This is an optimization exercise on Yosys and OpenROAD, whose aim is small area, not a production implementation. Where RTL was checked, it was by simulation tests only, not by an equivalence proof against the original. Power figures rest on the tool's default switching activity, not on a simulated workload.

==> inputs of v19 <==
==> flow/design.v <==
`default_nettype none
module scl_pulse (
    input  wire        clk,
    input  wire        rst,               
    input  wire [16:0] cfg_const,         
    input  wire        cfg_test,          
    input  wire [15:0] cfg_tick_len,      
    input  wire        tick,              
    input  wire [47:0] e_uj,              
    output reg         pls,               
    output reg  [31:0] backlog,           
    output reg         bklg_evt           
);
    localparam [29:0] KD = 30'd439453125;    
    reg  [7:0]  cnt;
    wire        ph_mul  = (cnt >= 8'd1)  && (cnt <= 8'd48);
    wire        ph_div  = (cnt >= 8'd49) && (cnt <= 8'd72);
    wire        ph_tot  = (cnt >= 8'd73) && (cnt <= 8'd127);
    wire        ph_rot  = (cnt >= 8'd73) && (cnt <= 8'd114);    
    wire        rh_mul  = (cnt >= 8'd1)  && (cnt <= 8'd25);     
    wire        rh_ld   = (cnt >= 8'd73) && (cnt <= 8'd97);     
    wire        q_on    = (cnt <= 8'd96);             
    wire        n_on    = (cnt <= 8'd80);             
    wire        s_on    = (cnt >= 8'd105);            
    wire [2:0]  kb      = cnt[2:0] - 3'd1;            
    reg  [65:0] z;
    reg  [24:0] rh;           
    reg         rz;           
    reg  [54:0] t_q;          
    reg         tz;           
    reg         c1, b2;       
    reg         sat;          
    wire [7:0]  n_max = cfg_test ? 8'd200 : 8'd4;
    wire        cin   = rh[0] & ~rz & rh_mul;
    wire [18:0] m_s   = {1'b0, z[65:48]} + (z[0] ? {2'b0, cfg_const} : 19'd0) + {1'b0, cin, 17'd0};
    wire [29:0] d_v   = z[65:36];
    wire [30:0] d_sub = {1'b0, d_v} - {1'b0, KD};
    wire        d_ge  = ~d_sub[30];
    wire [28:0] d_r   = d_ge ? d_sub[28:0] : d_v[28:0];
    wire        t_b   = t_q[0] & ~tz;
    wire        q_b   = z[0] & q_on;
    wire        s1    = t_b ^ q_b ^ c1;
    wire        c1_n  = (t_b & q_b) | (c1 & (t_b ^ q_b));
    wire        n_b   = n_on & n_max[kb];
    wire        y     = s1 ^ n_b ^ b2;
    wire        b2_n  = (~s1 & (n_b | b2)) | (n_b & b2);
    always @(posedge clk) begin
        if (tick) begin
            z[47:0]  <= e_uj;
            z[65]    <= 1'b0;
            if (rz)
                z[64:48] <= 17'd0;
        end else if (ph_mul)
            z <= {m_s[18:1], m_s[0], z[47:1]};
        else if (ph_div)
            z <= {d_r, z[35:0], d_ge};
        else if (ph_rot)
            z <= {z[0], z[65:1]};
        else
            z[47:0] <= {1'b0, z[47:1]};
        if (rh_mul || rh_ld)
            rh <= {z[41], rh[24:1]};
        if (ph_tot)
            t_q <= {y, t_q[54:1]};
        if (ph_tot) begin
            c1 <= c1_n;
            b2 <= b2_n;
        end else begin
            c1 <= 1'b0;
            b2 <= 1'b0;
        end
        if (tick)
            sat <= 1'b0;
        else if (ph_tot && s_on && s1)
            sat <= 1'b1;
        if (rst) begin
            cnt <= 8'd0;
            rz  <= 1'b1;
            tz  <= 1'b1;
        end else begin
            if (tick)
                cnt <= 8'd1;
            else if (cnt == 8'd160)
                cnt <= 8'd0;
            else if (cnt != 8'd0)
                cnt <= cnt + 8'd1;
            if (cnt == 8'd114)
                rz <= 1'b0;
            if (ph_tot && cnt == 8'd127)
                tz <= b2_n;
        end
    end
    wire [7:0]  n_new = tz ? (t_q[7:0] + n_max) : n_max;
    reg  [7:0]  win_n;        
    reg  [7:0]  left;         
    reg  [16:0] dacc;
    reg  [14:0] wc;
    wire        start  = (left != 8'd0) && !dacc[16];
    wire [8:0]  da_p   = dacc[7:0] + win_n + {7'd0, start};
    wire [16:0] da_h   = start ? {1'b1, ~cfg_tick_len} : {dacc[16:8], 8'd0};
    wire [16:0] da_n   = da_h + {8'd0, da_p};
    wire [7:0]  w_h    = (cfg_test && win_n > 8'd4) ? win_n : 8'd5;
    wire [14:0] wc_b   = start ? cfg_tick_len[15:1] : wc;
    wire [15:0] wc_n   = {1'b0, wc_b} - {8'd0, w_h};
    always @(posedge clk) begin
        wc <= wc_n[14:0];
        if (cnt == 8'd158) begin
            win_n <= n_new;
            dacc  <= 17'h1FFFF;
        end else begin
            dacc  <= da_n;
        end
        if (rst) begin
            left     <= 8'd0;
            pls      <= 1'b0;
            backlog  <= 32'd0;
            bklg_evt <= 1'b0;
        end else begin
            if (cnt == 8'd159)
                left <= win_n;
            else if (start)
                left <= left - 8'd1;
            pls <= start | (pls & ~wc_n[15]);
            if (cnt == 8'd160) begin
                backlog[31:8] <= {24{sat}} | ({24{~tz}} & t_q[31:8]);
                backlog[7:0]  <= sat ? ~n_max : ({8{~tz}} & t_q[7:0]);
                bklg_evt      <= bklg_evt | sat;
            end
        end
    end
endmodule
`default_nettype wire
==> flow/flow/run.sh <==
#!/bin/bash
# Own layout flow: the standard ORFS flow (standard.sh) with
#  - synthesis: the standard synthesis script, but ABC maps with an area
#    oriented script (flow/abc.script) and Yosys's full-adder extraction is
#    off; registers, their names and cell types are as in the standard one;
#  - every port still gets a buffer, of the smallest buffer cell;
#  - clock tree synthesis without dummy loads and with smaller buffers.
# Each make run writes its full output to a log file in the work folder.
set -euo pipefail
W=$(pwd)
F=$W/flow
cat > $W/own_synth.tcl <<EOT
proc abc {args} {
  set i [lsearch -exact \$args -script]
  if {\$i >= 0} { lset args [expr {\$i + 1}] $F/abc.script }
  yosys abc {*}\$args
}
source $W/synth_recipe.tcl
EOT
CTS="-sink_clustering_enable -repair_clock_nets -dont_use_dummy_load -buf_list sky130_fd_sc_hd__clkbuf_8 -sink_clustering_size 20 -sink_clustering_max_diameter 80"
bash standard.sh SYNTH_SCRIPT=$W/own_synth.tcl ADDER_MAP_FILE= \
  "BUFFER_PORTS_ARGS=-buffer_cell sky130_fd_sc_hd__buf_1" \
  "CTS_ARGS=$CTS" finish > $W/make_finish.log 2>&1
==> flow/flow/abc.script <==
strash
&get -n
&deepsyn -T 20
&put
dch -f
amap
topo
==> flow/standard.sh <==
#!/bin/bash
# synth_recipe.tcl (not shown) runs the flow's synth.tcl, then flattens the netlist and writes it again
# the make line also repeats each setting of config.mk as NAME=value (left out here)
make -C /OpenROAD-flow-scripts/flow DESIGN_CONFIG=/design/flow/config.mk WORK_HOME=/design/flow/orfs CLKGATE_MAP_FILE= SYNTH_SCRIPT=/design/flow/synth_recipe.tcl "${@:-finish}"
==> flow/config.mk <==
export PLATFORM = sky130hd
export DESIGN_NAME = scl_pulse
export DESIGN_NICKNAME = scl_pulse
export VERILOG_FILES = /design/flow/design.v
export SDC_FILE = /design/flow/constraint.sdc
export NUM_CORES = 4
export LEC_CHECK = 0
export CAP_MARGIN = 20
export CORE_MARGIN = 2
export CORE_UTILIZATION = 40
export SLEW_MARGIN = 20
==> flow/constraint.sdc <==
create_clock -name core_clock -period 20.0 [get_ports {clk}]
set_input_delay 4.0000 -clock core_clock [delete_from_list [all_inputs] [get_ports {clk}]]
set_output_delay 4.0000 -clock core_clock [all_outputs]
set_load 0.01 [all_outputs]
==> v3: changes against v19 <==
--- a/flow/design.v
+++ b/flow/design.v
@@ -92,20 +92,20 @@
     end
     wire [7:0]  n_new = tz ? (t_q[7:0] + n_max) : n_max;
-    reg  [7:0]  win_n;        
+    reg  [7:0]  win_n;
     reg  [7:0]  left;         
-    reg  [16:0] dacc;
-    reg  [14:0] wc;
+    reg  [16:0] dacc;         
+    reg  [16:0] wc;           
+    wire        load_w = (cnt == 8'd159);
     wire        start  = (left != 8'd0) && !dacc[16];
-    wire [8:0]  da_p   = dacc[7:0] + win_n + {7'd0, start};
-    wire [16:0] da_h   = start ? {1'b1, ~cfg_tick_len} : {dacc[16:8], 8'd0};
-    wire [16:0] da_n   = da_h + {8'd0, da_p};
-    wire [7:0]  w_h    = (cfg_test && win_n > 8'd4) ? win_n : 8'd5;
-    wire [14:0] wc_b   = start ? cfg_tick_len[15:1] : wc;
-    wire [15:0] wc_n   = {1'b0, wc_b} - {8'd0, w_h};
+    wire [8:0]  d_w    = (cfg_test && win_n > 8'd4) ? {win_n, 1'b0} : 9'd10;
+    wire [16:0] wc_b   = start ? {1'b0, cfg_tick_len} : wc;
+    wire [16:0] wc_n   = wc_b - {8'd0, d_w};
+    wire [16:0] da_b   = load_w ? 17'h1FFFF : dacc;
+    wire [16:0] da_n   = da_b + {9'd0, win_n} - (start ? {1'b0, cfg_tick_len} : 17'd0);
     always @(posedge clk) begin
-        wc <= wc_n[14:0];
-        if (cnt == 8'd158) begin
+        wc   <= wc_n;
+        if (load_w) begin
             win_n <= n_new;
-            dacc  <= 17'h1FFFF;
+            dacc  <= {9'd0, n_new} - 17'd1;
         end else begin
             dacc  <= da_n;
@@ -117,9 +117,9 @@
             bklg_evt <= 1'b0;
         end else begin
-            if (cnt == 8'd159)
-                left <= win_n;
+            if (load_w)
+                left <= n_new;
             else if (start)
                 left <= left - 8'd1;
-            pls <= start | (pls & ~wc_n[15]);
+            pls <= start | (pls & ~wc_n[16]);
             if (cnt == 8'd160) begin
                 backlog[31:8] <= {24{sat}} | ({24{~tz}} & t_q[31:8]);
==> flow/run.sh (new file) <==
#!/bin/bash
# synth_recipe.tcl (not shown) runs the flow's synth.tcl, then flattens the netlist and writes it again
# the make line also repeats each setting of config.mk as NAME=value (left out here)
make -C /OpenROAD-flow-scripts/flow DESIGN_CONFIG=/design/flow/config.mk WORK_HOME=/design/flow/orfs CLKGATE_MAP_FILE= SYNTH_SCRIPT=/design/flow/synth_recipe.tcl finish
removed: flow/flow/run.sh
removed: flow/flow/abc.script
removed: flow/standard.sh
==> v16: changes against v19 <==
==> flow/design.v (replaced) <==
`default_nettype none
module scl_pulse (
    input  wire        clk,
    input  wire        rst,               
    input  wire [16:0] cfg_const,         
    input  wire        cfg_test,          
    input  wire [15:0] cfg_tick_len,      
    input  wire        tick,              
    input  wire [47:0] e_uj,              
    output reg         pls,               
    output wire [31:0] backlog,           
    output reg         bklg_evt           
);
    localparam [29:0] KD = 30'd439453125;    
    reg  [7:0]  cnt;
    wire        idle    = (cnt[7:2] == 6'd59);        
    wire        ph_mul  = (cnt < 8'd104);             
    wire        ph_div  = !cnt[7] && (cnt >= 8'd104);      
    wire        ph_tot  = cnt[7] && (cnt <= 8'd182);  
    wire        ph_rot  = cnt[7] && !idle;            
    wire        lo_on   = !cnt[5];                    
    wire        rh_mul  = (cnt <= 8'd80);             
    wire        rh_sh   = (cnt <= 8'd152);            
    wire        q_on    = !cnt[5] && !(cnt[4] && cnt[3]);   
    wire        n_on    = (cnt[5:3] == 3'd0);         
    wire        s_on    = cnt[5];                     
    wire [2:0]  kb      = cnt[2:0];                   
    wire        w_go    = (cnt == 8'd215);            
    reg  [65:0] z;
    reg  [24:0] rh;           
    reg         rz;           
    reg  [31:0] t_lo_n;       
    reg  [22:0] t_hi;         
    reg         tz;           
    reg         c1, b2;       
    reg         sat;          
    reg         sat_w;        
    wire [7:0]  n_max = cfg_test ? 8'd200 : 8'd4;
    wire        cin   = rh[0] & ~rz & rh_mul;
    wire [18:0] m_s   = {1'b0, z[65:48]} + (z[0] ? {2'b0, cfg_const} : 19'd0) + {1'b0, cin, 17'd0};
    wire [29:0] d_v   = z[65:36];
    wire [30:0] d_sub = {1'b0, d_v} - {1'b0, KD};
    wire        d_ge  = ~d_sub[30];
    wire [28:0] d_r   = d_ge ? d_sub[28:0] : d_v[28:0];
    wire        t_b   = (lo_on ? ~t_lo_n[cnt[4:0]] : t_hi[0]) & ~tz;
    wire        q_b   = z[0] & q_on;
    wire        s1    = t_b ^ q_b ^ c1;
    wire        c1_n  = (t_b & q_b) | (c1 & (t_b ^ q_b));
    wire        n_b   = n_on & n_max[kb];
    wire        y     = s1 ^ n_b ^ b2;
    wire        b2_n  = (~s1 & (n_b | b2)) | (n_b & b2);
    always @(posedge clk) begin
        if (idle) begin
            z[47:0]  <= e_uj;
            z[65]    <= 1'b0;
            if (rz)
                z[64:48] <= 17'd0;
        end else if (ph_mul)
            z <= {m_s[18:1], m_s[0], z[47:1]};
        else if (ph_div)
            z <= {d_r, z[35:0], d_ge};
        else
            z <= {z[0], z[65:42], (!cnt[6] && !cnt[5]) ? ~y : z[41], z[40:1]};
        if (rh_sh)
            rh <= {z[41], rh[24:1]};
        if (ph_tot && !lo_on)
            t_hi <= {y, t_hi[22:1]};
        if (ph_tot) begin
            c1 <= c1_n;
            b2 <= b2_n;
        end else if (!cnt[7]) begin
            c1 <= 1'b0;
            b2 <= 1'b0;
        end
        if (tick || rst)
            sat <= 1'b0;
        else if (ph_tot && s_on && s1)
            sat <= 1'b1;
        if (w_go)
            t_lo_n <= z[51:20];                       
        if (rst) begin
            cnt   <= 8'd236;
            rz    <= 1'b1;
            tz    <= 1'b1;
            sat_w <= 1'b0;
        end else begin
            if (tick)
                cnt <= 8'd56;
            else if (!idle)
                cnt <= cnt + 8'd1;
            if (cnt == 8'd235)
                rz <= 1'b0;
            if (w_go) begin
                tz    <= b2;
                sat_w <= sat;
            end
        end
    end
    wire [7:0]  y_lo  = ~z[29:22];                   
    wire [4:0]  n_hi  = y_lo[7:3] + 5'b11001;
    wire [7:0]  n_new = !b2      ? n_max :
                        cfg_test ? {n_hi, y_lo[2:0]} : {6'd0, y_lo[1:0]};
    wire [7:0]  t_l8  = ~t_lo_n[7:0];
    wire [4:0]  w_hi  = t_l8[7:3] + 5'b11001;
    wire [7:0]  win_n = !tz      ? n_max :
                        cfg_test ? {w_hi, t_l8[2:0]} : {6'd0, t_l8[1:0]};
    assign backlog = sat_w ? {24'hFFFFFF, ~n_max} : ~({32{tz}} | t_lo_n);
    reg  [7:0]  left;         
    reg  [16:0] dacc;
    reg  [14:0] wc;
    wire        start  = (left != 8'd0) && !dacc[16];
    wire [7:0]  n_w    = (cnt[7:1] == 7'd107) ? left : win_n;
    wire [8:0]  da_p   = dacc[7:0] + n_w + {7'd0, start};
    wire [16:0] da_h   = start ? {1'b1, ~cfg_tick_len} : {dacc[16:8], 8'd0};
    wire [16:0] da_n   = da_h + {8'd0, da_p};
    wire [7:0]  w_h    = (cfg_test && n_w > 8'd4) ? n_w : 8'd5;
    wire [14:0] wc_b   = start ? cfg_tick_len[15:1] : wc;
    wire [15:0] wc_n   = {1'b0, wc_b} - {8'd0, w_h};
    always @(posedge clk) begin
        wc <= wc_n[14:0];
        if (cnt == 8'd213) begin
            dacc  <= 17'h1FFFF;
        end else begin
            dacc  <= da_n;
        end
        if (rst) begin
            left     <= 8'd0;
            pls      <= 1'b0;
            bklg_evt <= 1'b0;
        end else begin
            if (cnt == 8'd213)
                left <= n_new;
            else if (start)
                left <= left - 8'd1;
            pls <= start | (pls & ~wc_n[15]);
            if (w_go)
                bklg_evt <= bklg_evt | sat;
        end
    end
endmodule
`default_nettype wire
--- a/flow/flow/run.sh
+++ b/flow/flow/run.sh
@@ -18,5 +18,5 @@
 source $W/synth_recipe.tcl
 EOT
-CTS="-sink_clustering_enable -repair_clock_nets -dont_use_dummy_load -buf_list sky130_fd_sc_hd__clkbuf_8 -sink_clustering_size 20 -sink_clustering_max_diameter 80"
+CTS="-sink_clustering_enable -repair_clock_nets -dont_use_dummy_load -buf_list sky130_fd_sc_hd__clkbuf_4 -sink_clustering_size 9 -sink_clustering_max_diameter 50"
 bash standard.sh SYNTH_SCRIPT=$W/own_synth.tcl ADDER_MAP_FILE= \
   "BUFFER_PORTS_ARGS=-buffer_cell sky130_fd_sc_hd__buf_1" \
==> flow/flow/abc.script (replaced) <==
strash
&get -n
&deepsyn -T 20
&put
dch -f
amap -F 2 -A 20
topo
Settings changed: CORE_UTILIZATION 40 to 65.
==> comparison <==
Clock skew: v3 < v19 < v16. Clock-buffer cell count: v3 > v16 > v19. Combinational power, highest first: v3, v16, v19. In v16 the maximum frequency is larger than in v19, by about 10%. Against v3, the sequential power of v16 is smaller by 7.3%.
==> figures <==
Outcome: v16 complete, no violations; v3 complete, no violations; v19 complete, no violations
Vert. Die Dim: v16 123 µm; v3 183 µm; v19 164 µm
Overall fraction of global-route tracks in use: v16 0.309; v3 0.167; v19 0.165
Routed wire length per instance: v16 16.6 µm; v3 15.3 µm; v19 14.1 µm
Met1 Use GR: v16 0.422; v3 0.228; v19 0.226
Clk network pwr share: v16 0.149; v3 0.246; v19 0.203
Cell variety after synth: v16 41; v3 71; v19 36
# rows: v16 43; v3 65; v19 58
Clk slew on worst S/H paths: v16 90 ps; v3 60 ps; v19 110 ps
Achievable clock frequency: v16 108 MHz; v3 131 MHz; v19 98.3 MHz
Top layer in use: v16 met4; v3 met4; v19 met5
Proportion of cell area occupied by registers: v16 0.494; v3 0.388; v19 0.515
For v19 and v3, only the layout was checked, not whether the RTL still works.

==> port drivers added, routing unchanged <==
In the flow no input, the clock included, has a driving cell. The finished layouts below were timed again as built, in two steps. Step 1 (the two cells are an assumption about what drives the block):
set clk [get_ports {clk}]
set_driving_cell -lib_cell sky130_fd_sc_hd__clkbuf_16 $clk
set_driving_cell -lib_cell sky130_fd_sc_hd__buf_2 [delete_from_list [all_inputs] $clk]
Step 2, shift: input delay + t, output delay - t, t = (earliest + latest rising clock arrival at the registers) / 2. This alone moves slack from input paths to output paths. Three values: ideal, step 1, step 2; two values: the first two.
run | shift t [ns] | setup slack, ns | hold slack, ns | latest minus earliest clock arrival (ns) | cell pins on the clock port's net
v19 | 0.539 | 9.824 / 9.819 / 9.280 | 0.387 / 0.387 / 0.387 | 0.058 / 0.058 | 1
v3 | 0.576 | 12.387 / 12.402 / 11.826 | 0.415 / 0.415 / 0.415 | 0.015 / 0.014 | 1
v16 | 0.686 | 10.722 / 10.736 / 10.049 | 0.413 / 0.413 / 0.413 | 0.073 / 0.073 | 1
After both steps every run listed still meets setup and hold. For v16, which loses most, drivers alone change the setup slack by +0.014 ns; drivers and shift together by -0.673 ns.
